This design comes from an exercise in tuning for small area, a short achievable clock period and few clock cycles on the open sky130 flow, not from production work.
In this exercise RTL edits were held to simulation tests only and were not proved equivalent to the original. The flow treats the clock pin as an ideal source, which a real chip does not have.

// be_rank
module be_rank #(
    parameter N  = 32,
    parameter IW = 5                  
) (
    input  wire          clk,
    input  wire          rst,         
    input  wire [1:0]    cfg_mode,
    input  wire          cfg_sigma_neg,    
    input  wire [7:0]    cfg_wv,
    input  wire [7:0]    cfg_wh,
    input  wire [7:0]    cfg_wt,
    input  wire [7:0]    cfg_wl,
    input  wire [3:0]    cfg_shift,
    input  wire [15:0]   cfg_vrefc,
    input  wire [7:0]    cfg_tavgp,        
    input  wire          in_valid,
    output wire          in_ready,
    input  wire          in_last,
    input  wire [15:0]   in_vcap,
    input  wire [7:0]    in_temp,          
    input  wire [9:0]    in_life,
    input  wire          in_ins,           
    input  wire          in_obs,           
    output wire          out_valid,
    input  wire          out_ready,
    output wire          out_last,
    output wire          out_unranked,
    output wire [IW-1:0] out_rank,
    output wire [15:0]   out_score
);
For scale: about 6,100 cells after synthesis, roughly 1,500 flip-flops, ~130 I/O pins, ~66,000 µm² of cells after synthesis.
==> flow/config.mk <==
export PLATFORM = sky130hd
export DESIGN_NAME = be_rank
export DESIGN_NICKNAME = be_rank
export VERILOG_FILES = /design/flow/design.v
export SDC_FILE = /design/flow/constraint.sdc
export NUM_CORES = 4
export LEC_CHECK = 0
export CAP_MARGIN = 20
export CORE_MARGIN = 2
export CORE_UTILIZATION = 40
export CTS_CLUSTER_DIAMETER = 60
export CTS_CLUSTER_SIZE = 30
export SLEW_MARGIN = 20
==> flow/constraint.sdc <==
create_clock -name core_clock -period 27.0 [get_ports {clk}]
set_input_delay 5.4000 -clock core_clock [delete_from_list [all_inputs] [get_ports {clk}]]
set_output_delay 5.4000 -clock core_clock [all_outputs]
set_load 0.01 [all_outputs]
standard.sh (not shown) runs the stock make flow with config.mk's settings and CLKGATE_MAP_FILE= SYNTH_SCRIPT=/design/flow/synth_recipe.tcl, a recipe that flattens the netlist after the stock synthesis.
==> flow/flow/run.sh <==
#!/bin/bash
# Standard layout, with the port buffers made from buf_2 cells.
set -euo pipefail
export BUFFER_PORTS_ARGS="-buffer_cell sky130_fd_sc_hd__buf_2"
bash standard.sh > standard.log 2>&1
The starting point completed with no timing, DRC or antenna violations.
Testbench counts at the start, summed over its fixed seeds: cycles 12,576.
Rerun with:
--- a/flow/config.mk
+++ b/flow/config.mk
@@ -6,7 +6,8 @@
 export NUM_CORES = 4
 export LEC_CHECK = 0
+export ABC_AREA = 1
 export CAP_MARGIN = 20
 export CORE_MARGIN = 2
-export CORE_UTILIZATION = 40
+export CORE_UTILIZATION = 65
 export CTS_CLUSTER_DIAMETER = 60
 export CTS_CLUSTER_SIZE = 30
- clock skew grows by 4.8 ps
- via count grows by about 14%
- wire length is about the same
- worst setup slack loses 36 ps
- synthesized area grows by 0.87%
Rerun with:
--- a/flow/config.mk
+++ b/flow/config.mk
@@ -6,5 +6,4 @@
 export NUM_CORES = 4
 export LEC_CHECK = 0
-export ABC_AREA = 1
 export CAP_MARGIN = 20
 export CORE_MARGIN = 2
Result:
- setup slack gains 110 ps
- clock skew increases by 18 ps
- first-iteration DRC count decreases by about a fifth
- die area is lower slightly
- maximum frequency goes up slightly
- cell count goes down by about a fifth
- routed wire length drops by a few percent
Rerun with:
==> flow/flow/run.sh (replaced) <==
#!/bin/bash
# Standard layout, with the port buffers made from buf_2 cells and clock
# tree synthesis without dummy loads.
set -euo pipefail
export BUFFER_PORTS_ARGS="-buffer_cell sky130_fd_sc_hd__buf_2"
export CTS_ARGS="-sink_clustering_enable -repair_clock_nets -sink_clustering_size 30 -sink_clustering_max_diameter 300 -dont_use_dummy_load"
bash standard.sh > standard.log 2>&1
Utilization falls by 2.4 points. Sequential cell count does not change. Clock-buffer cell count falls by 57. Die area does not change. Routed wire length falls slightly. Final area falls by a few percent. Final cell count falls slightly.
Rerun with:
==> flow/flow/run.sh (replaced) <==
#!/bin/bash
# Standard layout, with the port buffers made from buf_2 cells and clock
# tree synthesis without dummy loads.
set -euo pipefail
export BUFFER_PORTS_ARGS="-buffer_cell sky130_fd_sc_hd__buf_2"
export CTS_ARGS="-sink_clustering_enable -repair_clock_nets -sink_clustering_size 30 -sink_clustering_max_diameter 150 -dont_use_dummy_load"
bash standard.sh > standard.log 2>&1
=>
- The new run finished with timing, DRC and antenna clean
- register-to-register slack barely changes
- utilization stays the same
- first-iteration DRC count does not change
- clock-buffer cell count does not change
- via count does not change
- setup slack is unchanged
- worst hold slack does not change
- sequential share of layout area stays the same
- non-clock buffer count is unchanged

========
Starting RTL as in the previous note.
// be_rank
module be_rank #(
    parameter N  = 32,
    parameter IW = 5                  
) (
    input  wire          clk,
    input  wire          rst,         
    input  wire [1:0]    cfg_mode,
    input  wire          cfg_sigma_neg,    
    input  wire [7:0]    cfg_wv,
    input  wire [7:0]    cfg_wh,
    input  wire [7:0]    cfg_wt,
    input  wire [7:0]    cfg_wl,
    input  wire [3:0]    cfg_shift,
    input  wire [15:0]   cfg_vrefc,
    input  wire [7:0]    cfg_tavgp,        
    input  wire          in_valid,
    output wire          in_ready,
    input  wire          in_last,
    input  wire [15:0]   in_vcap,
    input  wire [7:0]    in_temp,          
    input  wire [9:0]    in_life,
    input  wire          in_ins,           
    input  wire          in_obs,           
    output wire          out_valid,
    input  wire          out_ready,
    output wire          out_last,
    output wire          out_unranked,
    output wire [IW-1:0] out_rank,
    output wire [15:0]   out_score
);
==> flow/config.mk <==
export PLATFORM = sky130hd
export DESIGN_NAME = be_rank
export DESIGN_NICKNAME = be_rank
export VERILOG_FILES = /design/flow/design.v
export SDC_FILE = /design/flow/constraint.sdc
export NUM_CORES = 4
export LEC_CHECK = 0
export CAP_MARGIN = 5
export CORE_MARGIN = 2
export CORE_UTILIZATION = 65
export CTS_CLUSTER_DIAMETER = 60
export CTS_CLUSTER_SIZE = 30
export SLEW_MARGIN = 5
==> flow/constraint.sdc <==
create_clock -name core_clock -period 27.0 [get_ports {clk}]
set_input_delay 5.4000 -clock core_clock [delete_from_list [all_inputs] [get_ports {clk}]]
set_output_delay 5.4000 -clock core_clock [all_outputs]
set_load 0.01 [all_outputs]
==> flow/flow/run.sh <==
#!/bin/bash
# Standard layout, with the port buffers made from buf_2 cells and clock
# tree synthesis without dummy loads.
set -euo pipefail
export BUFFER_PORTS_ARGS="-buffer_cell sky130_fd_sc_hd__buf_2"
export CTS_ARGS="-sink_clustering_enable -repair_clock_nets -sink_clustering_size 30 -sink_clustering_max_diameter 150 -dont_use_dummy_load"
bash standard.sh > standard.log 2>&1
The starting point went through all stages and came out clean.
Testbench counts at the start, summed over its fixed seeds: cycles 12,576.
Edit:
==> flow/flow/run.sh (replaced) <==
#!/bin/bash
# Standard layout, with the port buffers made from buf_2 cells.
set -euo pipefail
export BUFFER_PORTS_ARGS="-buffer_cell sky130_fd_sc_hd__buf_2"
bash standard.sh > standard.log 2>&1
Settings changed: CAP_MARGIN 5 to 20, CTS_BUF_LIST set to sky130_fd_sc_hd__clkbuf_8 sky130_fd_sc_hd__clkbuf_16, SLEW_MARGIN 5 to 20.
=>
- The changed run produced a clean layout
- global-route usage is higher by 0.62 points
- wire length increases slightly
- final area went up by a few percent
- synthesized cell count does not change
- via count increases slightly
- fmax barely changes
- clock skew barely changes
Edit:
==> flow/flow/run.sh (replaced) <==
#!/bin/bash
# Standard layout, with the port buffers made from buf_2 cells and clock
# tree synthesis without dummy loads.
set -euo pipefail
export BUFFER_PORTS_ARGS="-buffer_cell sky130_fd_sc_hd__buf_2"
export CTS_ARGS="-sink_clustering_enable -repair_clock_nets -sink_clustering_size 30 -sink_clustering_max_diameter 60 -dont_use_dummy_load"
bash standard.sh > standard.log 2>&1
Settings changed: CTS_BUF_LIST sky130_fd_sc_hd__clkbuf_8 sky130_fd_sc_hd__clkbuf_16 to unset.
The new run finished with timing, DRC and antenna clean.
Critical path depth stays the same.
Worst setup slack gains 0.014 ns.
Area after synthesis does not change.
Utilization drops by 1.3 points.
Cell count drops by 1.2%.
Routed wire length drops by 0.63%.
Edit:
==> flow/flow/run.sh (replaced) <==
#!/bin/bash
# Standard layout, with the port buffers made from buf_2 cells.
set -euo pipefail
export BUFFER_PORTS_ARGS="-buffer_cell sky130_fd_sc_hd__buf_2"
bash standard.sh > standard.log 2>&1
Settings changed: CTS_BUF_LIST set to sky130_fd_sc_hd__clkbuf_8, CTS_CLUSTER_DIAMETER 60 to 40, CTS_CLUSTER_SIZE 30 to 16.
Effect:
- global-route usage climbs by 0.32 points
- hold slack improves by 0.044 ns
- clock skew drops by 0.030 ns
- register-to-register slack degrades by 0.07 ns
- utilization climbs by 1.1 points

========
be_rank, a different RTL version from the one above (not shown whole).
For scale: ~6400 cells after synthesis, ~1500 flip-flops, about 130 I/O pins, about 68000 µm² of cells after synthesis.
clock: 27.0 ns
lec_check: 0
cap_margin: 20
core_margin: 2
core_utilization: 40
slew_margin: 20
==> flow/flow/run.sh <==
#!/bin/bash
# Standard layout, with the port buffers made from buf_2 cells and timing
# repair aiming at 20.5 ns of setup slack.
set -euo pipefail
export BUFFER_PORTS_ARGS="-buffer_cell sky130_fd_sc_hd__buf_2"
export SETUP_SLACK_MARGIN=20.5
bash standard.sh > standard.log 2>&1
The baseline went through all stages and came out clean.
Testbench counts at the start, summed over its fixed seeds: cycles 12,576.
Next try:
==> flow/flow/run.sh (replaced) <==
#!/bin/bash
# Standard layout, with the port buffers made from buf_2 cells.
set -euo pipefail
export BUFFER_PORTS_ARGS="-buffer_cell sky130_fd_sc_hd__buf_2"
bash standard.sh > standard.log 2>&1
--- a/flow/config.mk
+++ b/flow/config.mk
@@ -10,2 +10,4 @@
 export CORE_UTILIZATION = 40
+export CTS_CLUSTER_DIAMETER = 60
+export CTS_CLUSTER_SIZE = 30
 export SLEW_MARGIN = 20
=> The new run passed the timing, design-rule and antenna checks; flip-flop and latch count stays the same; design area fell by a few percent; worst hold slack degrades by 0.035 ns; synthesized area does not change; setup slack degrades by 0.0063 ns.
Next try:
==> flow/run.sh (new file) <==
#!/bin/bash
# synth_recipe.tcl (not shown) runs the flow's synth.tcl, then flattens the netlist and writes it again
# the make line also repeats each setting of config.mk as NAME=value (left out here)
make -C /OpenROAD-flow-scripts/flow DESIGN_CONFIG=/design/flow/config.mk WORK_HOME=/design/flow/orfs CLKGATE_MAP_FILE= SYNTH_SCRIPT=/design/flow/synth_recipe.tcl finish
--- a/flow/config.mk
+++ b/flow/config.mk
@@ -10,4 +10,2 @@
 export CORE_UTILIZATION = 40
-export CTS_CLUSTER_DIAMETER = 60
-export CTS_CLUSTER_SIZE = 30
 export SLEW_MARGIN = 20
removed: flow/flow/run.sh
removed: flow/standard.sh
Routed wire length goes up by 0.62%.
Via count came out higher by 0.58%.
Setup slack loses 0.38 ns.
Design area came out higher by about 2.7%.
Critical path depth does not change.
Cell count rose by 0.93%.
Next try:
==> flow/flow/run.sh (new file) <==
#!/bin/bash
# Standard layout, with the port buffers made from buf_2 cells.
set -euo pipefail
export BUFFER_PORTS_ARGS="-buffer_cell sky130_fd_sc_hd__buf_2"
bash standard.sh > standard.log 2>&1
==> flow/standard.sh (new file) <==
#!/bin/bash
# synth_recipe.tcl (not shown) runs the flow's synth.tcl, then flattens the netlist and writes it again
# the make line also repeats each setting of config.mk as NAME=value (left out here)
make -C /OpenROAD-flow-scripts/flow DESIGN_CONFIG=/design/flow/config.mk WORK_HOME=/design/flow/orfs CLKGATE_MAP_FILE= SYNTH_SCRIPT=/design/flow/synth_recipe.tcl "${@:-finish}"
removed: flow/run.sh
The changed run finished clean.
Global-route usage went up by 0.13 points.
Clock skew shrinks by 0.023 ns.
Synthesized area is unchanged.
Clock-buffer cell count climbs by 3.
Final area went down slightly.
Non-clock buffer count came out lower by 2.
Sequential share of layout area increases by 0.41 points.
Synthesized cell count does not change.

[what the ideal ports hide]
No port has a modelled driver above. Below, the same layouts with a new extraction and two added sets of constraints. Step 1 assumes that a clkbuf_16 drives the clock port and a buf_2 every other input. Step 2 also shifts input and output timing later by t, the mid clock arrival at the registers, as if the neighbouring blocks saw the same clock. Slacks: ideal ports / drivers / drivers and shift; pairs: ideal ports / drivers.
run | t (ns) | setup slack, ns | slew at the worst register clock pin (ns)
the first run of note 1 | 0.809 | 20.281 / 20.202 / 20.506 | 0.10 / 0.10
the second run of note 1 | 0.794 | 20.245 / 20.171 / 20.382 | 0.10 / 0.10
the third run of note 1 | 0.776 | 20.355 / 20.279 / 20.496 | 0.11 / 0.11
the fourth run of note 1 | 0.754 | 20.353 / 20.279 / 20.489 | 0.12 / 0.12
the fifth run of note 1 | 0.754 | 20.353 / 20.279 / 20.489 | 0.12 / 0.12
the first run of note 2 | 0.756 | 20.359 / 20.285 / 20.283 | 0.12 / 0.12
the second run of note 2 | 0.776 | 20.355 / 20.280 / 20.496 | 0.11 / 0.11
the third run of note 2 | 0.738 | 20.369 / 20.294 / 20.492 | 0.11 / 0.11
the fourth run of note 2 | 0.943 | 20.160 / 20.081 / 20.498 | 0.10 / 0.10
the first run of note 3 | 0.853 | 20.272 / 20.191 / 20.486 | 0.07 / 0.07
the second run of note 3 | 0.825 | 20.266 / 20.184 / 20.465 | 0.10 / 0.10
the third run of note 3 | 0.874 | 19.881 / 19.800 / 20.119 | 0.07 / 0.07
the fourth run of note 3 | 0.867 | 20.248 / 20.171 / 20.470 | 0.06 / 0.06
After both steps setup and hold are still met in every run listed. The setup slack of the first run of note 2, which loses most, moves by -0.074 ns with the drivers and by -0.076 ns with both steps.
